Context: an optimization exercise on an open-source flow, tuned for small area and a short achievable clock period. The choices shown serve that exercise and are no tape-out recipe.
In this exercise RTL edits were held to simulation tests only and were not proved equivalent to the original.
No run shown here takes its clock network from TritonCTS; it comes from the design's own scripts or RTL.
The clock port is modelled as an ideal driver, which makes a skipped or thinned clock tree look cheaper than it is; a real chip needs a root buffer or a tree.

==> flow/design.v, too long to show whole: its modules and the start of the top module <==
// module chk_unit: 3091 lines
// module chk_a21o: 3 lines
// module chk_a222oi: 3 lines
// module chk_inv: 3 lines
// module chk_nand2: 3 lines
// module chk_nand3: 3 lines
// module chk_nor2: 3 lines
// module chk_oai21: 3 lines
// module chk_oai22: 3 lines
// module chk_xnor2: 3 lines
// module chk_xor2: 3 lines
module chk_unit (
    input  wire        clk,
    input  wire        rst,
    input  wire        in_valid,
    input  wire        in_first,
    input  wire        in_last,
    input  wire [2:0]  in_code,
    input  wire [63:0] in_data,
    input  wire [3:0]  in_nbytes,
    input  wire [2:0]  in_tail,
    output wire        out_valid,
    output wire [31:0] out_value
);
  // ...
==> flow/flow/run.sh <==
#!/bin/bash
# Standard synthesis and placement (port buffers of buf_1 cells), then
# flow/cts.tcl: a one-level clock tree, buf_2 output port buffers and
# dfxtp_2 for the flip-flops behind them; then the standard routing and finish.
set -euo pipefail
export BUFFER_PORTS_ARGS="-buffer_cell sky130_fd_sc_hd__buf_1"
bash standard.sh synth > synth.log 2>&1
bash standard.sh place > place.log 2>&1
RES=$PWD/orfs/results/sky130hd/chk_unit/base
RES=$RES CTS_CELL=sky130_fd_sc_hd__clkbuf_16 CTS_NBUF=4 CTS_SUB=1 OUT_BUF_CELL=sky130_fd_sc_hd__buf_2 OUT_FF_CELL=sky130_fd_sc_hd__dfxtp_2 FANOUT_FF_CELL=sky130_fd_sc_hd__dfxtp_4 FANOUT_FF_MIN=12 IN_BUF_CELL=sky130_fd_sc_hd__buf_2 IN_BUF_MIN=3 openroad -no_init -exit flow/cts.tcl > cts.log 2>&1
cp $RES/4_1_cts.odb $RES/4_cts.odb
bash standard.sh > layout.log 2>&1
==> flow/flow/cts.tcl <==
# Clock tree: the clock port drives a few clkbuf_16, each driving one cluster
# of flip-flops (k-means on their placed positions); then legalize.
set res $::env(RES)
set plat $::env(FLOW_HOME)/platforms/sky130hd
read_lef $plat/lef/sky130_fd_sc_hd.tlef
read_lef $plat/lef/sky130_fd_sc_hd_merged.lef
read_liberty $plat/lib/sky130_fd_sc_hd__tt_025C_1v80.lib
read_db $res/3_place.odb
read_sdc $res/3_place.sdc
source $plat/setRC.tcl
set nclu $::env(CTS_NBUF)
set block [ord::get_db_block]
set db [ord::get_db]
set clk [$block findNet clk]
set sinks {}
foreach it [$clk getITerms] { lappend sinks $it }
set n [llength $sinks]
puts "clock sinks: $n, clusters: $nclu"
# balanced k-means on points (xs, ys): returns list of cluster ids
proc kmeans {xs ys nclu} {
  set n [llength $xs]
  set order [lsort -real -indices $xs]
  set cx {}; set cy {}
  for {set k 0} {$k < $nclu} {incr k} {
    set i [lindex $order [expr {int(($k+0.5)*$n/$nclu)}]]
    lappend cx [lindex $xs $i]; lappend cy [lindex $ys $i]
  }
  set cap [expr {int(ceil(double($n)/$nclu))+2}]
  set asg [lrepeat $n 0]
  for {set iter 0} {$iter < 50} {incr iter} {
    set pairs {}
    for {set i 0} {$i < $n} {incr i} {
      for {set k 0} {$k < $nclu} {incr k} {
        set d [expr {abs([lindex $xs $i]-[lindex $cx $k]) + abs([lindex $ys $i]-[lindex $cy $k])}]
        lappend pairs [list $d $i $k]
      }
    }
    set pairs [lsort -real -index 0 $pairs]
    set asg [lrepeat $n -1]; set cnt [lrepeat $nclu 0]
    foreach p $pairs {
      lassign $p d i k
      if {[lindex $asg $i] >= 0} continue
      if {[lindex $cnt $k] >= $cap} continue
      lset asg $i $k; lset cnt $k [expr {[lindex $cnt $k]+1}]
    }
    set sx [lrepeat $nclu 0.0]; set sy [lrepeat $nclu 0.0]
    for {set i 0} {$i < $n} {incr i} {
      set k [lindex $asg $i]
      lset sx $k [expr {[lindex $sx $k]+[lindex $xs $i]}]
      lset sy $k [expr {[lindex $sy $k]+[lindex $ys $i]}]
    }
    for {set k 0} {$k < $nclu} {incr k} {
      if {[lindex $cnt $k] > 0} {
        lset cx $k [expr {[lindex $sx $k]/[lindex $cnt $k]}]
        lset cy $k [expr {[lindex $sy $k]/[lindex $cnt $k]}]
      }
    }
  }
  return [list $asg $cx $cy]
}
set xs {}; set ys {}
foreach it $sinks {
  set b [[$it getInst] getBBox]
  lappend xs [expr {([$b xMin]+[$b xMax])/2.0}]
  lappend ys [expr {([$b yMin]+[$b yMax])/2.0}]
}
lassign [kmeans $xs $ys $nclu] asg cx cy
set master [$db findMaster $::env(CTS_CELL)]
set w [$master getWidth]; set h [$master getHeight]
set nsub [expr {[info exists ::env(CTS_SUB)] ? $::env(CTS_SUB) : 1}]
proc mkbuf {name x y in {mname ""}} {
  global block master w h db
  set m $master
  if {$mname ne ""} { set m [$db findMaster $mname] }
  set w [$m getWidth]; set h [$m getHeight]
  set inst [odb::dbInst_create $block $m $name]
  $inst setLocation [expr {int($x - $w/2)}] [expr {int($y - $h/2)}]
  $inst setPlacementStatus PLACED
  set net [odb::dbNet_create $block "${name}_net"]
  $net setSigType CLOCK
  [$inst findITerm A] connect $in
  [$inst findITerm X] connect $net
  return $net
}
for {set k 0} {$k < $nclu} {incr k} {
  set idx {}
  for {set i 0} {$i < $n} {incr i} { if {[lindex $asg $i] == $k} { lappend idx $i } }
  if {$nsub <= 1} {
    set net [mkbuf "cts_buf_$k" [lindex $cx $k] [lindex $cy $k] $clk]
    foreach i $idx { set it [lindex $sinks $i]; $it disconnect; $it connect $net }
  } else {
    set sx {}; set sy {}
    foreach i $idx { lappend sx [lindex $xs $i]; lappend sy [lindex $ys $i] }
    lassign [kmeans $sx $sy $nsub] sasg scx scy
    # first-level buffer at the middle of its sub-cluster buffers
    set mx 0.0; set my 0.0
    for {set m 0} {$m < $nsub} {incr m} { set mx [expr {$mx+[lindex $scx $m]/$nsub}]; set my [expr {$my+[lindex $scy $m]/$nsub}] }
    set top [mkbuf "cts_buf_$k" $mx $my $clk]
    for {set m 0} {$m < $nsub} {incr m} {
      set net [mkbuf "cts_buf_${k}_$m" [lindex $scx $m] [lindex $scy $m] $top $::env(CTS_SUB_CELL)]
      for {set j 0} {$j < [llength $idx]} {incr j} {
        if {[lindex $sasg $j] == $m} { set it [lindex $sinks [lindex $idx $j]]; $it disconnect; $it connect $net }
      }
    }
  }
}
# optional: other cells for the output port buffers and for the flip-flops
# that drive them
foreach port [get_ports out_*] {
  set net [$block findNet [get_full_name $port]]
  foreach it [$net getITerms] {
    if {![$it isOutputSignal]} continue
    set buf [$it getInst]
    if {[info exists ::env(OUT_BUF_CELL)] && $::env(OUT_BUF_CELL) ne ""} {
      replace_cell [$buf getName] $::env(OUT_BUF_CELL)
    }
    set in [[$buf findITerm A] getNet]
    foreach it2 [$in getITerms] {
      if {![$it2 isOutputSignal]} continue
      set drv [$it2 getInst]
      if {[info exists ::env(OUT_FF_CELL)] && $::env(OUT_FF_CELL) ne ""
          && [string match "sky130_fd_sc_hd__dfxtp_*" [[$drv getMaster] getName]]} {
        replace_cell [$drv getName] $::env(OUT_FF_CELL)
      }
    }
  }
}
# optional: stronger flip-flops where one drives many loads, and stronger
# input port buffers where one drives several loads
if {[info exists ::env(FANOUT_FF_CELL)] && $::env(FANOUT_FF_CELL) ne ""} {
  foreach inst [$block getInsts] {
    if {![string match "sky130_fd_sc_hd__dfxtp_*" [[$inst getMaster] getName]]} continue
    set q [$inst findITerm Q]
    set net [$q getNet]
    if {$net eq "NULL"} continue
    if {[llength [$net getITerms]] - 1 >= $::env(FANOUT_FF_MIN)} { replace_cell [$inst getName] $::env(FANOUT_FF_CELL) }
  }
}
if {[info exists ::env(IN_BUF_CELL)] && $::env(IN_BUF_CELL) ne ""} {
  foreach port [get_ports in_*] {
    set net [$block findNet [get_full_name $port]]
    foreach it [$net getITerms] {
      set buf [$it getInst]
      set out [[$buf findITerm X] getNet]
      if {[llength [$out getITerms]] - 1 >= $::env(IN_BUF_MIN)} { replace_cell [$buf getName] $::env(IN_BUF_CELL) }
    }
  }
}
detailed_placement
check_placement -verbose
set_propagated_clock [all_clocks]
estimate_parasitics -placement
report_clock_skew
set mx 0
foreach p [all_registers -clock_pins] { set v [get_property $p slew_max]; if {$v > $mx} { set mx $v } }
puts "max clock pin slew (placement estimate): $mx"
report_check_types -max_slew -violators
report_checks -path_delay max -digits 3
write_db $res/4_1_cts.odb
write_sdc $res/4_cts.sdc
==> flow/standard.sh <==
#!/bin/bash
# synth_recipe.tcl (not shown) runs the flow's synth.tcl, then flattens the netlist and writes it again
# the make line also repeats each setting of config.mk as NAME=value (left out here)
make -C /OpenROAD-flow-scripts/flow DESIGN_CONFIG=/design/flow/config.mk WORK_HOME=/design/flow/orfs CLKGATE_MAP_FILE= SYNTH_SCRIPT=/design/flow/synth_recipe.tcl "${@:-finish}"
==> flow/config.mk <==
export PLATFORM = sky130hd
export DESIGN_NAME = chk_unit
export DESIGN_NICKNAME = chk_unit
export VERILOG_FILES = /design/flow/design.v
export SDC_FILE = /design/flow/constraint.sdc
export NUM_CORES = 8
export LEC_CHECK = 0
export CAP_MARGIN = 20
export CORE_MARGIN = 4
export CORE_UTILIZATION = 60
export GPL_TIMING_DRIVEN = 0
export SLEW_MARGIN = 20
export SYNTH_HIERARCHICAL = 1
==> flow/constraint.sdc <==
create_clock -name core_clock -period 40.0 [get_ports {clk}]
set_input_delay 8.0000 -clock core_clock [delete_from_list [all_inputs] [get_ports {clk}]]
set_output_delay 8.0000 -clock core_clock [all_outputs]
set_load 0.01 [all_outputs]
==> impl_results.md, run 1 <==
* Core footprint at 22700 um^2
* Hold Crit Class: reg -> reg
* Antenna violations before repair at 0
* Seq cells at 126
* Placed Instances at 2119
* CP Buf/Inv Count at 2
* Non-filler instance count after layout at 2124
* GRT met2 Usage at 66.9%
* Area occupied by registers at 2660 um^2
* Async S/R FF share, synth at 0%
* Hold_sp: last_r
* Via count of the routed design at 14800
* Final Skew at 0.0166 ns
* Crit path to: s_q[1]
* Highest cell delay on the worst timing path at 0.97 ns
* Pin count of the biggest net entering global routing at 65
* M1 GR Usage at 57.5%
* Maxcap violations at 0
* DR WL met2 at 25000 um
* Post-Synth XOR/XNOR Area at 47.9%
* Tcrit/Tclk final at 21.7%
* Drt drc at 0
* Layout cells sized above 1 at 7.78%
* Routed len/inst at 28.7 um
* TritonRoute pass-1 iters at 9
* CP Data Arrival Time at 8.75 ns
* Status: timing/DRC/antenna clean
* Worst skew pair latency at 0.18 ns
* Post-synth top area share at 42.8%
* Sequential share of cell area at 17.2%
* Placed Area at 15200 um^2
* Most common cell in the netlist: xor2_1
* Setup slack at placement at 31.10 ns
* Most frequent cells in the layout: xor2_1 (678), o22ai_1 (383), nand2_1 (90), xnor2_1 (82), dfxtp_1 (77)
* Mux cell area share after synthesis at 0%
* GR peak layer: met2
* Largest register by flop count: d_r
* Post-Syn Instances at 1700
==> run 2, diff against run 1 <==
--- a/flow/design.v
+++ b/flow/design.v
@@ -21,5 +21,5 @@
     reg [3:0]  g2n;             
     reg [3:1]  g1n_r;           
-    reg [2:0]  t_r;             
+    reg [7:1]  hn_r;            
     reg [4:0]  pg_r;            
     wire       take_in = in_valid & in_first & ~rst;
@@ -58,5 +58,11 @@
         g2n   <= ~g2_in;
         g1n_r <= ~{g2_in[0] | g2_in[1] | g2_in[2], g2_in[0] | g2_in[1], g2_in[0]};
-        t_r  <= in_tail;
+        hn_r <= {in_tail == 3'd0,
+                 (in_tail == 3'd7) | (in_tail == 3'd0),
+                 (in_tail[2] & in_tail[1]) | (in_tail == 3'd0),
+                 (in_tail[2] & (in_tail != 3'd4)) | (in_tail == 3'd0),
+                 in_tail[2] | (in_tail == 3'd0),
+                 (in_tail != 3'd1) & (in_tail != 3'd2),
+                 in_tail != 3'd1};
         pg_r <= pg_in;
         if (in_valid & in_first) begin
@@ -73,8 +79,5 @@
     wire last = last_r;
     wire [3:0] g1n = {g1n_r, 1'b1};
-    wire [7:0] hn;
-    generate for (gb = 0; gb < 8; gb = gb + 1) begin : g_hn
-        assign hn[gb] = (t_r == 3'd0) | (t_r > gb);
-    end endgenerate
+    wire [7:0] hn = {hn_r, 1'b1};
     wire [3:0] g1  = ~g1n;
     wire c0  = (code_q == 3'd0);
@@ -1774,7 +1777,7 @@
     chk_xor2 u_n839 (.a(n680), .b(n838), .y(n839));
     wire n840;
-    chk_xor2 u_n840 (.a(n695), .b(n643), .y(n840));
+    chk_xor2 u_n840 (.a(n643), .b(n695), .y(n840));
     wire n841;
-    chk_xor2 u_n841 (.a(n649), .b(n704), .y(n841));
+    chk_xor2 u_n841 (.a(n704), .b(n649), .y(n841));
     wire n842;
     chk_xor2 u_n842 (.a(n839), .b(n840), .y(n842));
@@ -1798,7 +1801,7 @@
     chk_xnor2 u_n851 (.a(n844), .b(n850), .y(n851));
     wire n852;
-    chk_xor2 u_n852 (.a(n192), .b(n620), .y(n852));
+    chk_xor2 u_n852 (.a(n192), .b(n627), .y(n852));
     wire n853;
-    chk_xor2 u_n853 (.a(n627), .b(n679), .y(n853));
+    chk_xor2 u_n853 (.a(n620), .b(n679), .y(n853));
     wire n854;
     chk_xor2 u_n854 (.a(n852), .b(n825), .y(n854));
@@ -1812,9 +1815,9 @@
     chk_xnor2 u_n858 (.a(n856), .b(n857), .y(n858));
     wire n859;
-    chk_xor2 u_n859 (.a(n722), .b(n612), .y(n859));
+    chk_xor2 u_n859 (.a(n722), .b(n712), .y(n859));
     wire n860;
-    chk_xor2 u_n860 (.a(n712), .b(n658), .y(n860));
+    chk_xor2 u_n860 (.a(n612), .b(n778), .y(n860));
     wire n861;
-    chk_xor2 u_n861 (.a(n778), .b(n859), .y(n861));
+    chk_xor2 u_n861 (.a(n658), .b(n859), .y(n861));
     wire n862;
     chk_xor2 u_n862 (.a(n752), .b(n732), .y(n862));
@@ -1842,11 +1845,11 @@
     chk_xnor2 u_n873 (.a(n871), .b(n872), .y(n873));
     wire n874;
-    chk_xor2 u_n874 (.a(n616), .b(n631), .y(n874));
+    chk_xor2 u_n874 (.a(n631), .b(n616), .y(n874));
     wire n875;
-    chk_xor2 u_n875 (.a(n667), .b(n709), .y(n875));
+    chk_xor2 u_n875 (.a(n718), .b(n709), .y(n875));
     wire n876;
-    chk_xor2 u_n876 (.a(n718), .b(n811), .y(n876));
+    chk_xor2 u_n876 (.a(n667), .b(n675), .y(n876));
     wire n877;
-    chk_xor2 u_n877 (.a(n675), .b(n874), .y(n877));
+    chk_xor2 u_n877 (.a(n811), .b(n874), .y(n877));
     wire n878;
     chk_xor2 u_n878 (.a(n771), .b(n875), .y(n878));
@@ -1874,7 +1877,7 @@
     chk_xor2 u_n889 (.a(n318), .b(n528), .y(n889));
     wire n890;
-    chk_xor2 u_n890 (.a(n564), .b(n625), .y(n890));
+    chk_xor2 u_n890 (.a(n564), .b(n624), .y(n890));
     wire n891;
-    chk_xor2 u_n891 (.a(n608), .b(n624), .y(n891));
+    chk_xor2 u_n891 (.a(n608), .b(n625), .y(n891));
     wire n892;
     chk_xor2 u_n892 (.a(n889), .b(n705), .y(n892));
@@ -1890,13 +1893,13 @@
     chk_xnor2 u_n897 (.a(n895), .b(n896), .y(n897));
     wire n898;
-    chk_xor2 u_n898 (.a(n721), .b(n617), .y(n898));
+    chk_xor2 u_n898 (.a(n627), .b(n721), .y(n898));
     wire n899;
-    chk_xor2 u_n899 (.a(n666), .b(n627), .y(n899));
+    chk_xor2 u_n899 (.a(n617), .b(n666), .y(n899));
     wire n900;
-    chk_xor2 u_n900 (.a(n633), .b(n659), .y(n900));
+    chk_xor2 u_n900 (.a(n633), .b(n727), .y(n900));
     wire n901;
-    chk_xor2 u_n901 (.a(n727), .b(n698), .y(n901));
+    chk_xor2 u_n901 (.a(n772), .b(n659), .y(n901));
     wire n902;
-    chk_xor2 u_n902 (.a(n772), .b(n832), .y(n902));
+    chk_xor2 u_n902 (.a(n832), .b(n698), .y(n902));
     wire n903;
     chk_xor2 u_n903 (.a(n898), .b(n899), .y(n903));
@@ -1912,7 +1915,7 @@
     chk_xor2 u_n908 (.a(n258), .b(n720), .y(n908));
     wire n909;
-    chk_xor2 u_n909 (.a(n816), .b(n631), .y(n909));
+    chk_xor2 u_n909 (.a(n631), .b(n816), .y(n909));
     wire n910;
-    chk_xor2 u_n910 (.a(n789), .b(n659), .y(n910));
+    chk_xor2 u_n910 (.a(n659), .b(n789), .y(n910));
     wire n911;
     chk_xor2 u_n911 (.a(n687), .b(n908), .y(n911));
@@ -1930,9 +1933,9 @@
     chk_xor2 u_n917 (.a(n342), .b(n384), .y(n917));
     wire n918;
-    chk_xor2 u_n918 (.a(n917), .b(n698), .y(n918));
+    chk_xor2 u_n918 (.a(n917), .b(n777), .y(n918));
     wire n919;
-    chk_xor2 u_n919 (.a(n777), .b(n794), .y(n919));
+    chk_xor2 u_n919 (.a(n698), .b(n780), .y(n919));
     wire n920;
-    chk_xor2 u_n920 (.a(n804), .b(n780), .y(n920));
+    chk_xor2 u_n920 (.a(n794), .b(n804), .y(n920));
     wire n921;
     chk_xor2 u_n921 (.a(n918), .b(n759), .y(n921));
@@ -1944,9 +1947,9 @@
     chk_xor2 u_n924 (.a(n504), .b(n729), .y(n924));
     wire n925;
-    chk_xor2 u_n925 (.a(n636), .b(n796), .y(n925));
+    chk_xor2 u_n925 (.a(n647), .b(n649), .y(n925));
     wire n926;
-    chk_xor2 u_n926 (.a(n679), .b(n647), .y(n926));
+    chk_xor2 u_n926 (.a(n796), .b(n636), .y(n926));
     wire n927;
-    chk_xor2 u_n927 (.a(n649), .b(n924), .y(n927));
+    chk_xor2 u_n927 (.a(n679), .b(n924), .y(n927));
     wire n928;
     chk_xor2 u_n928 (.a(n771), .b(n925), .y(n928));
@@ -1962,11 +1965,11 @@
     chk_xor2 u_n933 (.a(n558), .b(n722), .y(n933));
     wire n934;
-    chk_xor2 u_n934 (.a(n932), .b(n636), .y(n934));
+    chk_xor2 u_n934 (.a(n932), .b(n691), .y(n934));
     wire n935;
-    chk_xor2 u_n935 (.a(n691), .b(n933), .y(n935));
+    chk_xor2 u_n935 (.a(n636), .b(n933), .y(n935));
     wire n936;
     chk_xor2 u_n936 (.a(n934), .b(n935), .y(n936));
     wire n937;
-    chk_xor2 u_n937 (.a(n743), .b(n769), .y(n937));
+    chk_xor2 u_n937 (.a(n769), .b(n743), .y(n937));
     wire n938;
     chk_xnor2 u_n938 (.a(n936), .b(n937), .y(n938));
@@ -1974,9 +1977,9 @@
     chk_xor2 u_n939 (.a(n619), .b(n653), .y(n939));
     wire n940;
-    chk_xor2 u_n940 (.a(n747), .b(n807), .y(n940));
+    chk_xor2 u_n940 (.a(n747), .b(n821), .y(n940));
     wire n941;
-    chk_xor2 u_n941 (.a(n800), .b(n696), .y(n941));
+    chk_xor2 u_n941 (.a(n696), .b(n800), .y(n941));
     wire n942;
-    chk_xor2 u_n942 (.a(n821), .b(n795), .y(n942));
+    chk_xor2 u_n942 (.a(n807), .b(n795), .y(n942));
     wire n943;
     chk_xor2 u_n943 (.a(n939), .b(n940), .y(n943));
@@ -2004,7 +2007,7 @@
     chk_xor2 u_n954 (.a(n952), .b(n953), .y(n954));
     wire n955;
-    chk_xor2 u_n955 (.a(n657), .b(n709), .y(n955));
+    chk_xor2 u_n955 (.a(n657), .b(n672), .y(n955));
     wire n956;
-    chk_xor2 u_n956 (.a(n672), .b(n795), .y(n956));
+    chk_xor2 u_n956 (.a(n709), .b(n795), .y(n956));
     wire n957;
     chk_xor2 u_n957 (.a(n955), .b(n749), .y(n957));
@@ -2014,11 +2017,11 @@
     chk_xor2 u_n959 (.a(n957), .b(n958), .y(n959));
     wire n960;
-    chk_xor2 u_n960 (.a(n264), .b(n646), .y(n960));
+    chk_xor2 u_n960 (.a(n264), .b(n613), .y(n960));
     wire n961;
-    chk_xor2 u_n961 (.a(n613), .b(n748), .y(n961));
+    chk_xor2 u_n961 (.a(n646), .b(n748), .y(n961));
     wire n962;
     chk_xor2 u_n962 (.a(n833), .b(n960), .y(n962));
     wire n963;
-    chk_xor2 u_n963 (.a(n739), .b(n779), .y(n963));
+    chk_xor2 u_n963 (.a(n779), .b(n739), .y(n963));
     wire n964;
     chk_xor2 u_n964 (.a(n961), .b(n962), .y(n964));
@@ -2028,13 +2031,13 @@
     chk_xor2 u_n966 (.a(n414), .b(n504), .y(n966));
     wire n967;
-    chk_xor2 u_n967 (.a(n608), .b(n646), .y(n967));
+    chk_xor2 u_n967 (.a(n608), .b(n681), .y(n967));
     wire n968;
-    chk_xor2 u_n968 (.a(n681), .b(n966), .y(n968));
+    chk_xor2 u_n968 (.a(n646), .b(n966), .y(n968));
     wire n969;
     chk_xor2 u_n969 (.a(n787), .b(n967), .y(n969));
     wire n970;
-    chk_xor2 u_n970 (.a(n968), .b(n703), .y(n970));
+    chk_xor2 u_n970 (.a(n968), .b(n809), .y(n970));
     wire n971;
-    chk_xor2 u_n971 (.a(n809), .b(n969), .y(n971));
+    chk_xor2 u_n971 (.a(n703), .b(n969), .y(n971));
     wire n972;
     chk_xor2 u_n972 (.a(n970), .b(n971), .y(n972));
@@ -2042,9 +2045,9 @@
     chk_xor2 u_n973 (.a(n965), .b(n972), .y(n973));
     wire n974;
-    chk_xor2 u_n974 (.a(n617), .b(n748), .y(n974));
+    chk_xor2 u_n974 (.a(n617), .b(n808), .y(n974));
     wire n975;
-    chk_xor2 u_n975 (.a(n808), .b(n828), .y(n975));
+    chk_xor2 u_n975 (.a(n748), .b(n717), .y(n975));
     wire n976;
-    chk_xor2 u_n976 (.a(n717), .b(n974), .y(n976));
+    chk_xor2 u_n976 (.a(n828), .b(n974), .y(n976));
     wire n977;
     chk_xor2 u_n977 (.a(n814), .b(n975), .y(n977));
@@ -2070,13 +2073,13 @@
     chk_xnor2 u_n987 (.a(n978), .b(n986), .y(n987));
     wire n988;
-    chk_xor2 u_n988 (.a(n270), .b(n789), .y(n988));
+    chk_xor2 u_n988 (.a(n270), .b(n653), .y(n988));
     wire n989;
-    chk_xor2 u_n989 (.a(n653), .b(n835), .y(n989));
+    chk_xor2 u_n989 (.a(n789), .b(n835), .y(n989));
     wire n990;
     chk_xor2 u_n990 (.a(n717), .b(n988), .y(n990));
     wire n991;
-    chk_xor2 u_n991 (.a(n989), .b(n755), .y(n991));
+    chk_xor2 u_n991 (.a(n989), .b(n734), .y(n991));
     wire n992;
-    chk_xor2 u_n992 (.a(n734), .b(n990), .y(n992));
+    chk_xor2 u_n992 (.a(n755), .b(n990), .y(n992));
     wire n993;
     chk_xor2 u_n993 (.a(n991), .b(n992), .y(n993));
@@ -2084,9 +2087,9 @@
     chk_xor2 u_n994 (.a(n390), .b(n608), .y(n994));
     wire n995;
-    chk_xor2 u_n995 (.a(n667), .b(n659), .y(n995));
+    chk_xor2 u_n995 (.a(n659), .b(n648), .y(n995));
     wire n996;
-    chk_xor2 u_n996 (.a(n648), .b(n994), .y(n996));
+    chk_xor2 u_n996 (.a(n667), .b(n994), .y(n996));
     wire n997;
-    chk_xor2 u_n997 (.a(n763), .b(n732), .y(n997));
+    chk_xor2 u_n997 (.a(n732), .b(n763), .y(n997));
     wire n998;
     chk_xor2 u_n998 (.a(n995), .b(n996), .y(n998));
@@ -2100,5 +2103,5 @@
     chk_xor2 u_n1002 (.a(n836), .b(n1001), .y(n1002));
     wire n1003;
-    chk_xor2 u_n1003 (.a(n773), .b(n764), .y(n1003));
+    chk_xor2 u_n1003 (.a(n764), .b(n773), .y(n1003));
     wire n1004;
     chk_xnor2 u_n1004 (.a(n1002), .b(n1003), .y(n1004));
@@ -2108,7 +2111,7 @@
     chk_xor2 u_n1006 (.a(n426), .b(n456), .y(n1006));
     wire n1007;
-    chk_xor2 u_n1007 (.a(n510), .b(n612), .y(n1007));
+    chk_xor2 u_n1007 (.a(n510), .b(n619), .y(n1007));
     wire n1008;
-    chk_xor2 u_n1008 (.a(n619), .b(n1005), .y(n1008));
+    chk_xor2 u_n1008 (.a(n612), .b(n1005), .y(n1008));
     wire n1009;
     chk_xor2 u_n1009 (.a(n1006), .b(n652), .y(n1009));
@@ -2126,15 +2129,15 @@
     chk_xor2 u_n1015 (.a(n408), .b(n426), .y(n1015));
     wire n1016;
-    chk_xor2 u_n1016 (.a(n522), .b(n605), .y(n1016));
+    chk_xor2 u_n1016 (.a(n522), .b(n728), .y(n1016));
     wire n1017;
-    chk_xor2 u_n1017 (.a(n728), .b(n754), .y(n1017));
+    chk_xor2 u_n1017 (.a(n605), .b(n754), .y(n1017));
     wire n1018;
-    chk_xor2 u_n1018 (.a(n1015), .b(n662), .y(n1018));
+    chk_xor2 u_n1018 (.a(n1015), .b(n649), .y(n1018));
     wire n1019;
-    chk_xor2 u_n1019 (.a(n649), .b(n1016), .y(n1019));
+    chk_xor2 u_n1019 (.a(n662), .b(n1016), .y(n1019));
     wire n1020;
-    chk_xor2 u_n1020 (.a(n1017), .b(n822), .y(n1020));
+    chk_xor2 u_n1020 (.a(n1017), .b(n779), .y(n1020));
     wire n1021;
-    chk_xor2 u_n1021 (.a(n779), .b(n1018), .y(n1021));
+    chk_xor2 u_n1021 (.a(n822), .b(n1018), .y(n1021));
     wire n1022;
     chk_xor2 u_n1022 (.a(n1019), .b(n1020), .y(n1022));
@@ -2144,9 +2147,9 @@
     chk_xor2 u_n1024 (.a(n432), .b(n468), .y(n1024));
     wire n1025;
-    chk_xor2 u_n1025 (.a(n516), .b(n673), .y(n1025));
+    chk_xor2 u_n1025 (.a(n516), .b(n715), .y(n1025));
     wire n1026;
-    chk_xor2 u_n1026 (.a(n715), .b(n605), .y(n1026));
+    chk_xor2 u_n1026 (.a(n605), .b(n673), .y(n1026));
     wire n1027;
-    chk_xor2 u_n1027 (.a(n782), .b(n619), .y(n1027));
+    chk_xor2 u_n1027 (.a(n619), .b(n782), .y(n1027));
     wire n1028;
     chk_xor2 u_n1028 (.a(n1024), .b(n1025), .y(n1028));
@@ -2164,5 +2167,5 @@
     chk_xor2 u_n1034 (.a(n608), .b(n1033), .y(n1034));
     wire n1035;
-    chk_xor2 u_n1035 (.a(n668), .b(n790), .y(n1035));
+    chk_xor2 u_n1035 (.a(n790), .b(n668), .y(n1035));
     wire n1036;
     chk_xor2 u_n1036 (.a(n649), .b(n675), .y(n1036));
@@ -2182,7 +2185,7 @@
     chk_xor2 u_n1043 (.a(n654), .b(n1041), .y(n1043));
     wire n1044;
-    chk_xor2 u_n1044 (.a(n1042), .b(n689), .y(n1044));
+    chk_xor2 u_n1044 (.a(n1042), .b(n676), .y(n1044));
     wire n1045;
-    chk_xor2 u_n1045 (.a(n676), .b(n708), .y(n1045));
+    chk_xor2 u_n1045 (.a(n689), .b(n708), .y(n1045));
     wire n1046;
     chk_xor2 u_n1046 (.a(n763), .b(n1043), .y(n1046));
@@ -2196,11 +2199,11 @@
     chk_xor2 u_n1050 (.a(n829), .b(n1049), .y(n1050));
     wire n1051;
-    chk_xor2 u_n1051 (.a(n682), .b(n641), .y(n1051));
+    chk_xor2 u_n1051 (.a(n641), .b(n682), .y(n1051));
     wire n1052;
     chk_xor2 u_n1052 (.a(n1050), .b(n822), .y(n1052));
     wire n1053;
-    chk_xor2 u_n1053 (.a(n1051), .b(n743), .y(n1053));
+    chk_xor2 u_n1053 (.a(n1051), .b(n741), .y(n1053));
     wire n1054;
-    chk_xor2 u_n1054 (.a(n741), .b(n1052), .y(n1054));
+    chk_xor2 u_n1054 (.a(n743), .b(n1052), .y(n1054));
     wire n1055;
     chk_xnor2 u_n1055 (.a(n1053), .b(n1054), .y(n1055));
@@ -2208,9 +2211,9 @@
     chk_xor2 u_n1056 (.a(n354), .b(n486), .y(n1056));
     wire n1057;
-    chk_xor2 u_n1057 (.a(n715), .b(n613), .y(n1057));
+    chk_xor2 u_n1057 (.a(n613), .b(n715), .y(n1057));
     wire n1058;
-    chk_xor2 u_n1058 (.a(n1056), .b(n819), .y(n1058));
+    chk_xor2 u_n1058 (.a(n1056), .b(n812), .y(n1058));
     wire n1059;
-    chk_xor2 u_n1059 (.a(n812), .b(n668), .y(n1059));
+    chk_xor2 u_n1059 (.a(n819), .b(n668), .y(n1059));
     wire n1060;
     chk_xor2 u_n1060 (.a(n811), .b(n1057), .y(n1060));
@@ -2226,7 +2229,7 @@
     chk_xor2 u_n1065 (.a(n282), .b(n552), .y(n1065));
     wire n1066;
-    chk_xor2 u_n1066 (.a(n661), .b(n603), .y(n1066));
+    chk_xor2 u_n1066 (.a(n603), .b(n754), .y(n1066));
     wire n1067;
-    chk_xor2 u_n1067 (.a(n754), .b(n834), .y(n1067));
+    chk_xor2 u_n1067 (.a(n834), .b(n661), .y(n1067));
     wire n1068;
     chk_xor2 u_n1068 (.a(n1065), .b(n667), .y(n1068));
@@ -2234,5 +2237,5 @@
     chk_xor2 u_n1069 (.a(n1066), .b(n1067), .y(n1069));
     wire n1070;
-    chk_xor2 u_n1070 (.a(n828), .b(n671), .y(n1070));
+    chk_xor2 u_n1070 (.a(n671), .b(n828), .y(n1070));
     wire n1071;
     chk_xor2 u_n1071 (.a(n1068), .b(n1069), .y(n1071));
@@ -2256,9 +2259,9 @@
     chk_xnor2 u_n1080 (.a(n1078), .b(n1079), .y(n1080));
     wire n1081;
-    chk_xor2 u_n1081 (.a(n630), .b(n831), .y(n1081));
+    chk_xor2 u_n1081 (.a(n630), .b(n619), .y(n1081));
     wire n1082;
-    chk_xor2 u_n1082 (.a(n793), .b(n693), .y(n1082));
+    chk_xor2 u_n1082 (.a(n793), .b(n831), .y(n1082));
     wire n1083;
-    chk_xor2 u_n1083 (.a(n619), .b(n709), .y(n1083));
+    chk_xor2 u_n1083 (.a(n693), .b(n709), .y(n1083));
     wire n1084;
     chk_xor2 u_n1084 (.a(n668), .b(n1081), .y(n1084));
@@ -2272,11 +2275,11 @@
     chk_xor2 u_n1088 (.a(n864), .b(n1087), .y(n1088));
     wire n1089;
-    chk_xor2 u_n1089 (.a(n516), .b(n657), .y(n1089));
+    chk_xor2 u_n1089 (.a(n516), .b(n611), .y(n1089));
     wire n1090;
-    chk_xor2 u_n1090 (.a(n681), .b(n628), .y(n1090));
+    chk_xor2 u_n1090 (.a(n628), .b(n657), .y(n1090));
     wire n1091;
-    chk_xor2 u_n1091 (.a(n611), .b(n678), .y(n1091));
+    chk_xor2 u_n1091 (.a(n681), .b(n815), .y(n1091));
     wire n1092;
-    chk_xor2 u_n1092 (.a(n815), .b(n1089), .y(n1092));
+    chk_xor2 u_n1092 (.a(n678), .b(n1089), .y(n1092));
     wire n1093;
     chk_xor2 u_n1093 (.a(n1090), .b(n807), .y(n1093));
@@ -2292,11 +2295,11 @@
     chk_xor2 u_n1098 (.a(n306), .b(n462), .y(n1098));
     wire n1099;
-    chk_xor2 u_n1099 (.a(n540), .b(n604), .y(n1099));
+    chk_xor2 u_n1099 (.a(n540), .b(n731), .y(n1099));
     wire n1100;
-    chk_xor2 u_n1100 (.a(n731), .b(n645), .y(n1100));
+    chk_xor2 u_n1100 (.a(n604), .b(n645), .y(n1100));
     wire n1101;
     chk_xor2 u_n1101 (.a(n1097), .b(n1098), .y(n1101));
     wire n1102;
-    chk_xor2 u_n1102 (.a(n797), .b(n672), .y(n1102));
+    chk_xor2 u_n1102 (.a(n672), .b(n797), .y(n1102));
     wire n1103;
     chk_xor2 u_n1103 (.a(n648), .b(n1099), .y(n1103));
@@ -2312,7 +2315,7 @@
     chk_xor2 u_n1108 (.a(n516), .b(n664), .y(n1108));
     wire n1109;
-    chk_xor2 u_n1109 (.a(n781), .b(n812), .y(n1109));
+    chk_xor2 u_n1109 (.a(n812), .b(n802), .y(n1109));
     wire n1110;
-    chk_xor2 u_n1110 (.a(n802), .b(n1108), .y(n1110));
+    chk_xor2 u_n1110 (.a(n781), .b(n1108), .y(n1110));
     wire n1111;
     chk_xor2 u_n1111 (.a(n1109), .b(n1110), .y(n1111));
@@ -2328,5 +2331,5 @@
     chk_xor2 u_n1116 (.a(n714), .b(n1115), .y(n1116));
     wire n1117;
-    chk_xor2 u_n1117 (.a(n825), .b(n776), .y(n1117));
+    chk_xor2 u_n1117 (.a(n776), .b(n825), .y(n1117));
     wire n1118;
     chk_xor2 u_n1118 (.a(n1116), .b(n783), .y(n1118));
@@ -2350,7 +2353,7 @@
     chk_xor2 u_n1127 (.a(n722), .b(n782), .y(n1127));
     wire n1128;
-    chk_xor2 u_n1128 (.a(n1126), .b(n637), .y(n1128));
+    chk_xor2 u_n1128 (.a(n1126), .b(n837), .y(n1128));
     wire n1129;
-    chk_xor2 u_n1129 (.a(n837), .b(n1127), .y(n1129));
+    chk_xor2 u_n1129 (.a(n637), .b(n1127), .y(n1129));
     wire n1130;
     chk_xor2 u_n1130 (.a(n1128), .b(n1129), .y(n1130));
@@ -2364,9 +2367,9 @@
     chk_xor2 u_n1134 (.a(n758), .b(n1133), .y(n1134));
     wire n1135;
-    chk_xor2 u_n1135 (.a(n633), .b(n649), .y(n1135));
+    chk_xor2 u_n1135 (.a(n815), .b(n633), .y(n1135));
     wire n1136;
-    chk_xor2 u_n1136 (.a(n815), .b(n1134), .y(n1136));
+    chk_xor2 u_n1136 (.a(n649), .b(n1134), .y(n1136));
     wire n1137;
-    chk_xor2 u_n1137 (.a(n752), .b(n818), .y(n1137));
+    chk_xor2 u_n1137 (.a(n818), .b(n752), .y(n1137));
     wire n1138;
     chk_xor2 u_n1138 (.a(n1135), .b(n1136), .y(n1138));
@@ -2396,11 +2399,11 @@
     chk_xnor2 u_n1150 (.a(n1149), .b(n1125), .y(n1150));
     wire n1151;
-    chk_xor2 u_n1151 (.a(n360), .b(n829), .y(n1151));
+    chk_xor2 u_n1151 (.a(n360), .b(n621), .y(n1151));
     wire n1152;
-    chk_xor2 u_n1152 (.a(n634), .b(n621), .y(n1152));
+    chk_xor2 u_n1152 (.a(n829), .b(n634), .y(n1152));
     wire n1153;
-    chk_xor2 u_n1153 (.a(n662), .b(n654), .y(n1153));
+    chk_xor2 u_n1153 (.a(n710), .b(n823), .y(n1153));
     wire n1154;
-    chk_xor2 u_n1154 (.a(n823), .b(n710), .y(n1154));
+    chk_xor2 u_n1154 (.a(n654), .b(n662), .y(n1154));
     wire n1155;
     chk_xor2 u_n1155 (.a(n1151), .b(n1152), .y(n1155));
@@ -2414,5 +2417,5 @@
     chk_xor2 u_n1159 (.a(n228), .b(n324), .y(n1159));
     wire n1160;
-    chk_xor2 u_n1160 (.a(n731), .b(n628), .y(n1160));
+    chk_xor2 u_n1160 (.a(n628), .b(n731), .y(n1160));
     wire n1161;
     chk_xor2 u_n1161 (.a(n1159), .b(n669), .y(n1161));
@@ -2428,7 +2431,7 @@
     chk_xor2 u_n1166 (.a(n318), .b(n450), .y(n1166));
     wire n1167;
-    chk_xor2 u_n1167 (.a(n609), .b(n632), .y(n1167));
+    chk_xor2 u_n1167 (.a(n613), .b(n632), .y(n1167));
     wire n1168;
-    chk_xor2 u_n1168 (.a(n613), .b(n1166), .y(n1168));
+    chk_xor2 u_n1168 (.a(n609), .b(n1166), .y(n1168));
     wire n1169;
     chk_xor2 u_n1169 (.a(n802), .b(n649), .y(n1169));
@@ -2442,11 +2445,11 @@
     chk_xor2 u_n1173 (.a(n864), .b(n1172), .y(n1173));
     wire n1174;
-    chk_xor2 u_n1174 (.a(n390), .b(n797), .y(n1174));
+    chk_xor2 u_n1174 (.a(n390), .b(n640), .y(n1174));
     wire n1175;
-    chk_xor2 u_n1175 (.a(n640), .b(n830), .y(n1175));
+    chk_xor2 u_n1175 (.a(n797), .b(n830), .y(n1175));
     wire n1176;
-    chk_xor2 u_n1176 (.a(n1174), .b(n753), .y(n1176));
+    chk_xor2 u_n1176 (.a(n1174), .b(n817), .y(n1176));
     wire n1177;
-    chk_xor2 u_n1177 (.a(n817), .b(n764), .y(n1177));
+    chk_xor2 u_n1177 (.a(n764), .b(n753), .y(n1177));
     wire n1178;
     chk_xor2 u_n1178 (.a(n1175), .b(n1176), .y(n1178));
@@ -2454,7 +2457,7 @@
     chk_xnor2 u_n1179 (.a(n1177), .b(n1178), .y(n1179));
     wire n1180;
-    chk_xor2 u_n1180 (.a(n642), .b(n831), .y(n1180));
+    chk_xor2 u_n1180 (.a(n610), .b(n642), .y(n1180));
     wire n1181;
-    chk_xor2 u_n1181 (.a(n699), .b(n610), .y(n1181));
+    chk_xor2 u_n1181 (.a(n831), .b(n699), .y(n1181));
     wire n1182;
     chk_xor2 u_n1182 (.a(n832), .b(n1180), .y(n1182));
@@ -2462,5 +2465,5 @@
     chk_xor2 u_n1183 (.a(n1181), .b(n1182), .y(n1183));
     wire n1184;
-    chk_xor2 u_n1184 (.a(n810), .b(n803), .y(n1184));
+    chk_xor2 u_n1184 (.a(n803), .b(n810), .y(n1184));
     wire n1185;
     chk_xor2 u_n1185 (.a(n1183), .b(n1184), .y(n1185));
@@ -2470,7 +2473,7 @@
     chk_xor2 u_n1187 (.a(n504), .b(n615), .y(n1187));
     wire n1188;
-    chk_xor2 u_n1188 (.a(n673), .b(n684), .y(n1188));
+    chk_xor2 u_n1188 (.a(n673), .b(n602), .y(n1188));
     wire n1189;
-    chk_xor2 u_n1189 (.a(n602), .b(n1187), .y(n1189));
+    chk_xor2 u_n1189 (.a(n684), .b(n1187), .y(n1189));
     wire n1190;
     chk_xor2 u_n1190 (.a(n1188), .b(n1189), .y(n1190));
@@ -2486,9 +2489,9 @@
     chk_xor2 u_n1195 (.a(n614), .b(n834), .y(n1195));
     wire n1196;
-    chk_xor2 u_n1196 (.a(n1194), .b(n654), .y(n1196));
+    chk_xor2 u_n1196 (.a(n1194), .b(n705), .y(n1196));
     wire n1197;
-    chk_xor2 u_n1197 (.a(n796), .b(n705), .y(n1197));
+    chk_xor2 u_n1197 (.a(n654), .b(n778), .y(n1197));
     wire n1198;
-    chk_xor2 u_n1198 (.a(n778), .b(n1195), .y(n1198));
+    chk_xor2 u_n1198 (.a(n796), .b(n1195), .y(n1198));
     wire n1199;
     chk_xor2 u_n1199 (.a(n1196), .b(n1197), .y(n1199));
@@ -2502,7 +2505,7 @@
     chk_xor2 u_n1203 (.a(n564), .b(n655), .y(n1203));
     wire n1204;
-    chk_xor2 u_n1204 (.a(n698), .b(n830), .y(n1204));
+    chk_xor2 u_n1204 (.a(n698), .b(n809), .y(n1204));
     wire n1205;
-    chk_xor2 u_n1205 (.a(n774), .b(n809), .y(n1205));
+    chk_xor2 u_n1205 (.a(n830), .b(n774), .y(n1205));
     wire n1206;
     chk_xor2 u_n1206 (.a(n1203), .b(n1204), .y(n1206));
@@ -2516,9 +2519,9 @@
     chk_xor2 u_n1210 (.a(n684), .b(n750), .y(n1210));
     wire n1211;
-    chk_xor2 u_n1211 (.a(n1209), .b(n801), .y(n1211));
+    chk_xor2 u_n1211 (.a(n1209), .b(n656), .y(n1211));
     wire n1212;
-    chk_xor2 u_n1212 (.a(n656), .b(n1210), .y(n1212));
+    chk_xor2 u_n1212 (.a(n801), .b(n1210), .y(n1212));
     wire n1213;
-    chk_xor2 u_n1213 (.a(n785), .b(n766), .y(n1213));
+    chk_xor2 u_n1213 (.a(n766), .b(n785), .y(n1213));
     wire n1214;
     chk_xor2 u_n1214 (.a(n1211), .b(n1212), .y(n1214));
@@ -2532,7 +2535,7 @@
     chk_xor2 u_n1218 (.a(n728), .b(n1216), .y(n1218));
     wire n1219;
-    chk_xor2 u_n1219 (.a(n719), .b(n787), .y(n1219));
+    chk_xor2 u_n1219 (.a(n626), .b(n787), .y(n1219));
     wire n1220;
-    chk_xor2 u_n1220 (.a(n824), .b(n626), .y(n1220));
+    chk_xor2 u_n1220 (.a(n719), .b(n824), .y(n1220));
     wire n1221;
     chk_xor2 u_n1221 (.a(n1217), .b(n1218), .y(n1221));
@@ -2546,5 +2549,5 @@
     chk_xor2 u_n1225 (.a(n306), .b(n723), .y(n1225));
     wire n1226;
-    chk_xor2 u_n1226 (.a(n684), .b(n631), .y(n1226));
+    chk_xor2 u_n1226 (.a(n631), .b(n684), .y(n1226));
     wire n1227;
     chk_xor2 u_n1227 (.a(n1225), .b(n1226), .y(n1227));
@@ -2556,17 +2559,17 @@
     chk_xor2 u_n1230 (.a(n864), .b(n1229), .y(n1230));
     wire n1231;
-    chk_xor2 u_n1231 (.a(n462), .b(n715), .y(n1231));
+    chk_xor2 u_n1231 (.a(n462), .b(n608), .y(n1231));
     wire n1232;
-    chk_xor2 u_n1232 (.a(n660), .b(n745), .y(n1232));
+    chk_xor2 u_n1232 (.a(n715), .b(n660), .y(n1232));
     wire n1233;
-    chk_xor2 u_n1233 (.a(n608), .b(n713), .y(n1233));
+    chk_xor2 u_n1233 (.a(n713), .b(n745), .y(n1233));
     wire n1234;
-    chk_xor2 u_n1234 (.a(n658), .b(n626), .y(n1234));
+    chk_xor2 u_n1234 (.a(n626), .b(n658), .y(n1234));
     wire n1235;
     chk_xor2 u_n1235 (.a(n1231), .b(n1232), .y(n1235));
     wire n1236;
-    chk_xor2 u_n1236 (.a(n1233), .b(n737), .y(n1236));
+    chk_xor2 u_n1236 (.a(n1233), .b(n780), .y(n1236));
     wire n1237;
-    chk_xor2 u_n1237 (.a(n780), .b(n1234), .y(n1237));
+    chk_xor2 u_n1237 (.a(n737), .b(n1234), .y(n1237));
     wire n1238;
     chk_xor2 u_n1238 (.a(n1235), .b(n1236), .y(n1238));
@@ -2586,9 +2589,9 @@
     chk_xnor2 u_n1245 (.a(n844), .b(n1244), .y(n1245));
     wire n1246;
-    chk_xor2 u_n1246 (.a(n684), .b(n625), .y(n1246));
+    chk_xor2 u_n1246 (.a(n629), .b(n788), .y(n1246));
     wire n1247;
-    chk_xor2 u_n1247 (.a(n629), .b(n612), .y(n1247));
+    chk_xor2 u_n1247 (.a(n684), .b(n612), .y(n1247));
     wire n1248;
-    chk_xor2 u_n1248 (.a(n788), .b(n819), .y(n1248));
+    chk_xor2 u_n1248 (.a(n625), .b(n819), .y(n1248));
     wire n1249;
     chk_xor2 u_n1249 (.a(n682), .b(n1246), .y(n1249));
@@ -2612,5 +2615,5 @@
     chk_xor2 u_n1258 (.a(n716), .b(n1256), .y(n1258));
     wire n1259;
-    chk_xor2 u_n1259 (.a(n760), .b(n749), .y(n1259));
+    chk_xor2 u_n1259 (.a(n749), .b(n760), .y(n1259));
     wire n1260;
     chk_xor2 u_n1260 (.a(n1257), .b(n1258), .y(n1260));
@@ -2624,7 +2627,7 @@
     chk_xor2 u_n1264 (.a(n528), .b(n1262), .y(n1264));
     wire n1265;
-    chk_xor2 u_n1265 (.a(n1263), .b(n772), .y(n1265));
+    chk_xor2 u_n1265 (.a(n1263), .b(n691), .y(n1265));
     wire n1266;
-    chk_xor2 u_n1266 (.a(n691), .b(n1264), .y(n1266));
+    chk_xor2 u_n1266 (.a(n772), .b(n1264), .y(n1266));
     wire n1267;
     chk_xor2 u_n1267 (.a(n820), .b(n725), .y(n1267));
@@ -2640,5 +2643,5 @@
     chk_xor2 u_n1272 (.a(n402), .b(n612), .y(n1272));
     wire n1273;
-    chk_xor2 u_n1273 (.a(n662), .b(n640), .y(n1273));
+    chk_xor2 u_n1273 (.a(n640), .b(n662), .y(n1273));
     wire n1274;
     chk_xor2 u_n1274 (.a(n683), .b(n1272), .y(n1274));
@@ -2646,7 +2649,7 @@
     chk_xor2 u_n1275 (.a(n799), .b(n1273), .y(n1275));
     wire n1276;
-    chk_xor2 u_n1276 (.a(n1274), .b(n694), .y(n1276));
+    chk_xor2 u_n1276 (.a(n1274), .b(n786), .y(n1276));
     wire n1277;
-    chk_xor2 u_n1277 (.a(n786), .b(n1275), .y(n1277));
+    chk_xor2 u_n1277 (.a(n694), .b(n1275), .y(n1277));
     wire n1278;
     chk_xor2 u_n1278 (.a(n1276), .b(n1277), .y(n1278));
@@ -2670,13 +2673,13 @@
     chk_xnor2 u_n1287 (.a(n1285), .b(n1286), .y(n1287));
     wire n1288;
-    chk_xor2 u_n1288 (.a(n758), .b(n711), .y(n1288));
+    chk_xor2 u_n1288 (.a(n711), .b(n631), .y(n1288));
     wire n1289;
-    chk_xor2 u_n1289 (.a(n631), .b(n827), .y(n1289));
+    chk_xor2 u_n1289 (.a(n758), .b(n827), .y(n1289));
     wire n1290;
     chk_xor2 u_n1290 (.a(n835), .b(n1288), .y(n1290));
     wire n1291;
-    chk_xor2 u_n1291 (.a(n806), .b(n774), .y(n1291));
+    chk_xor2 u_n1291 (.a(n656), .b(n774), .y(n1291));
     wire n1292;
-    chk_xor2 u_n1292 (.a(n656), .b(n1289), .y(n1292));
+    chk_xor2 u_n1292 (.a(n806), .b(n1289), .y(n1292));
     wire n1293;
     chk_xor2 u_n1293 (.a(n1290), .b(n786), .y(n1293));
==> flow/flow/run.sh (replaced) <==
#!/bin/bash
# Standard synthesis and placement (port buffers of buf_1 cells), then
# flow/cts.tcl: a two-level clock tree, buf_2 output port buffers and
# dfxtp_2 for the flip-flops behind them; then the standard routing and finish.
set -euo pipefail
export BUFFER_PORTS_ARGS="-buffer_cell sky130_fd_sc_hd__buf_1"
bash standard.sh synth > synth.log 2>&1
bash standard.sh place > place.log 2>&1
RES=$PWD/orfs/results/sky130hd/chk_unit/base
RES=$RES CTS_CELL=sky130_fd_sc_hd__clkbuf_8 CTS_NBUF=4 CTS_SUB=2 CTS_SUB_CELL=sky130_fd_sc_hd__clkbuf_16 OUT_BUF_CELL=sky130_fd_sc_hd__buf_2 OUT_FF_CELL=sky130_fd_sc_hd__dfxtp_2 FANOUT_FF_CELL=sky130_fd_sc_hd__dfxtp_4 FANOUT_FF_MIN=12 IN_BUF_CELL=sky130_fd_sc_hd__buf_2 IN_BUF_MIN=3 openroad -no_init -exit flow/cts.tcl > cts.log 2>&1
cp $RES/4_1_cts.odb $RES/4_cts.odb
bash standard.sh > layout.log 2>&1
==> run 2 against run 1 <==
Net effect: synthesized cell count grew 0.29%; final cell count rose by 1.9%; hold slack got worse by 0.014 ns; first-iteration DRC count is 11% higher; die area rose by 0.49%; sequential cell count up 4; routed wire length increased by 2.7%; sequential share of layout area is 0.28 points higher; highest routed layer is now met5.
==> impl_results.md, run 2 <==
* Status: timing/DRC/antenna clean
* Worst skew pair latency at 0.30 ns (+0.12 ns)
* Chip Width at 161 um
* Iter 0 DRT Violations at 3200
* Worst reg2reg startpoint: refln_q
* Initial core utilization at 61.5%
* Die area at 25800 um^2
* Netlist Area Pre-Place at 14000 um^2
* Most frequent cells in the layout: xor2_1 (675), o22ai_1 (386), nand2_1 (90), xnor2_1 (82), dfxtp_1 (81)
* Most common cell in the netlist: xor2_1
* Sequential fraction of the synthesis area at 18.9%
* DP Wirelength at 49200 um
* Vias in the first global route at 13800
* # rows at 55
* Largest register by flop count: d_r
* R2R Setup Slk at 31.45 ns
* Setup TNS at 0 ns
* Final Max Slew Viols at 0
* Most frequent cells after synthesis: xor2_1 (678), o22ai_1 (393), dfxtp_1 (125)
* Required @ worst endpoint at 40.17 ns
* Hold Crit Class: reg -> reg
* Synth cell types at 30
* Top flop regs: d_r (64), s_q (32), hn_r (7)
* Hold WS at 0.559 ns
* Slew HR at 11.4%
* Routed wire length at 62500 um
* Post-Syn Instances at 1705 (+0.29%)
* Non-filler instance count after layout at 2164 (+1.9%)
* Largest register FFs at 64
* Post-route core utilization at 68.6%
* Layout cells sized above 1 at 7.89% (+0.11 points)
* Syn Area/Cell at 8.21 um^2
* TritonRoute pass-1 iters at 9 (unchanged)
* Routed len/inst at 28.9 um (+0.83%)
* Area Overhead vs Synth at 11.6%
* CP Launch Type: input port
* Overflow after GRT at 0
* Setup violations, final at 0
* CP Data Arrival Time at 9.00 ns (+0.25 ns)
* Fin crit period at 8.82 ns
* Yosys warns at 7
* Pin count of the biggest net entering global routing at 65 (unchanged)
* I/O pins at 112
* RSZ-0062 raised after global routing: false
* # fillers at 1888
* Post-synth top area share at 42.4% (-0.35 points)
* EDFF count, synth at 5
* Via count of the routed design at 15100 (+1.7%)
* Antenna violations before repair at 1 (+1)
* Worst reg2reg path depth at 22
* Final nets at 1933
* Synth area leader: xor2_1
* Commonest non-fill, non-tap cell in the layout: xor2_1
* Async S/R FF share, synth at 0% (unchanged)
* FF+latch count, synth at 130
* Final Hold Violating Endpoints at 0
* Final Skew at 0.0308 ns (+0.0141 ns)
* Maximum operating frequency at 0.113 GHz
* Routed Antenna Nets at 0
* Port Buffers at 110
* Gr usage total at 45.5%
* Die Span Y at 161 um
* Worst-margin pin slew at 1.32 ns
* Routability cong. at 1.16
* Routed vias/inst at 6.96
* WS Path Type: in -> reg
* Worst Hold Path EP: ov_q
* Maxcap violations at 0 (unchanged)
* Tcrit/Tclk final at 22.1% (+0.33 points)
* Drt drc at 0 (unchanged)
* Largest cells by area after synthesis: xor2_1 (42%), dfxtp_1 (18%), o22ai_1 (18%)
* Hold_sp: last_r
* Hold Crit Depth at 1
* Placed Instances at 2151 (+1.5%)
* First-pass GRT wire length at 89000 um
* Ys flop type: dfxtp_1
* Worst-path maximum fanout at 6
* Clk slew on worst S/H paths at 0.07 ns
* Setup crit end kind: register
* Worst r2r dst: s_q[6]
* Core footprint at 22800 um^2 (+0.30%)
run 2: cell types whose count changed in the layout (fill, tap and decap cells not counted), moves of 3 or more:
cell | before | now
clkbuf_8 | 0 | 4
buf_6 | 4 | 1
buf_8 | 2 | 5
o22ai_1 | 383 | 386
xor2_1 | 678 | 675
o22ai_2 | 10 | 7
clkbuf_16 | 4 | 8
o21ai_1 | 64 | 67
dfxtp_1 | 77 | 81
o21ai_2 | 7 | 3
run 2: final cells by class:
type | instances | area [um^2] | share of cell area, %
Buffer | 12 | 255 | 1.63
Inverter | 66 | 249 | 1.59
Multi-Input combinational cell | 1515 | 11200 | 71.8
Antenna cell | 1 | 2.50 | 0.0160
Tap cell | 313 | 392 | 2.51
Timing Repair Buffer | 127 | 777 | 4.97
Sequential cell | 130 | 2740 | 17.5
run 2: stage by stage:
step           instance area [um^2]  worst slack (ns)
2_1_floorplan                 14000             31.16
3_3_place_gp                  14800             30.17
3_5_place_dp                  15200             30.84
5_1_grt                       15600             31.16
6_report                      15600             31.18
run 2: per-layer routing:
| layer | share of wire (%) | up-vias | track usage (%) | wire [um] |
|---|---|---|---|---|
| li1 | - | 6541 | - | - |
| met1 | 36 | 6825 | 57.3 | 22800 |
| met2 | 40 | 1364 | 66.6 | 25100 |
| met3 | 15 | 318 | 15.8 | 9450 |
| met4 | 8.2 | 4 | 28.0 | 5160 |
| met5 | 0.043 | - | 0 | 27 |
run 2: worst max path at each step:
stage	start	end	slack, ns	cells past startpoint
global placement	p_r[0]	s_q[3]	30.17	20
finish	in_tail[1]	p_r[0]	31.18	7
global route	in_tail[1]	p_r[0]	31.16	7
floorplan	in_tail[1]	p_r[0]	31.16	6
detailed placement	in_tail[1]	p_r[0]	30.84	7
run 2: per-module statistics from Yosys, one instance, submodules excluded, a selection:
module | times used | cells
chk_inv | 32 | 1
chk_oai21 | 70 | 1
chk_unit | 1 | 227
chk_a21o | 32 | 1
chk_a222oi | 48 | 1
chk_nand2 | 81 | 1
chk_nand3 | 13 | 1
chk_oai22 | 393 | 1
run 2: kinds of logic after synthesis:
logic type | count (synthesis) | share of synthesized area [%]
adders and majority gates | 2 | 0.179
AOI/OAI and AO/OA | 553 | 25.6
DFF | 130 | 18.9
buffers and inverters | 66 | 1.78
xor gates and xnor gates | 760 | 47.5
other | 1 | 0.0268
and+or+nand+nor | 193 | 5.88
run 2: critical path, cell delays in order:
cell and delay, ns:
buf_2 0.13, or2_4 0.27, clkinv_2 0.06, ha_1 0.18, nand2_1 0.07, a22oi_1 0.20
nor2b_1 0.08

## re-timing with driven ports
Ports are ideal in the flow. The routed layouts listed here were re-timed in OpenROAD. Step 1 assumes that a clkbuf_16 drives the clock port and a buf_2 every other input. Step 2 adds t to the input delays and takes it off the output delays; t is the mean of the earliest and latest rising clock arrival at the registers after step 1. Input paths then give back, and output paths get back, about the clock's delay inside the block. a / b / c = ideal ports / drivers / drivers and shift; a / b = the first two.
| run | t, ns | setup WS [ns] | worst setup path at the end | slew at the worst register clock pin (ns) |
|---|---|---|---|---|
| run 1 | 0.278 | 31.311 / 31.224 / 31.155 | input to register | 0.12 / 0.12 |
| run 2 | 0.390 | 31.177 / 31.110 / 30.869 | input to register | 0.09 / 0.09 |
After both steps setup and hold are still met in every run listed. For run 2, which loses most, drivers alone change the setup slack by -0.067 ns; drivers and shift together by -0.308 ns.
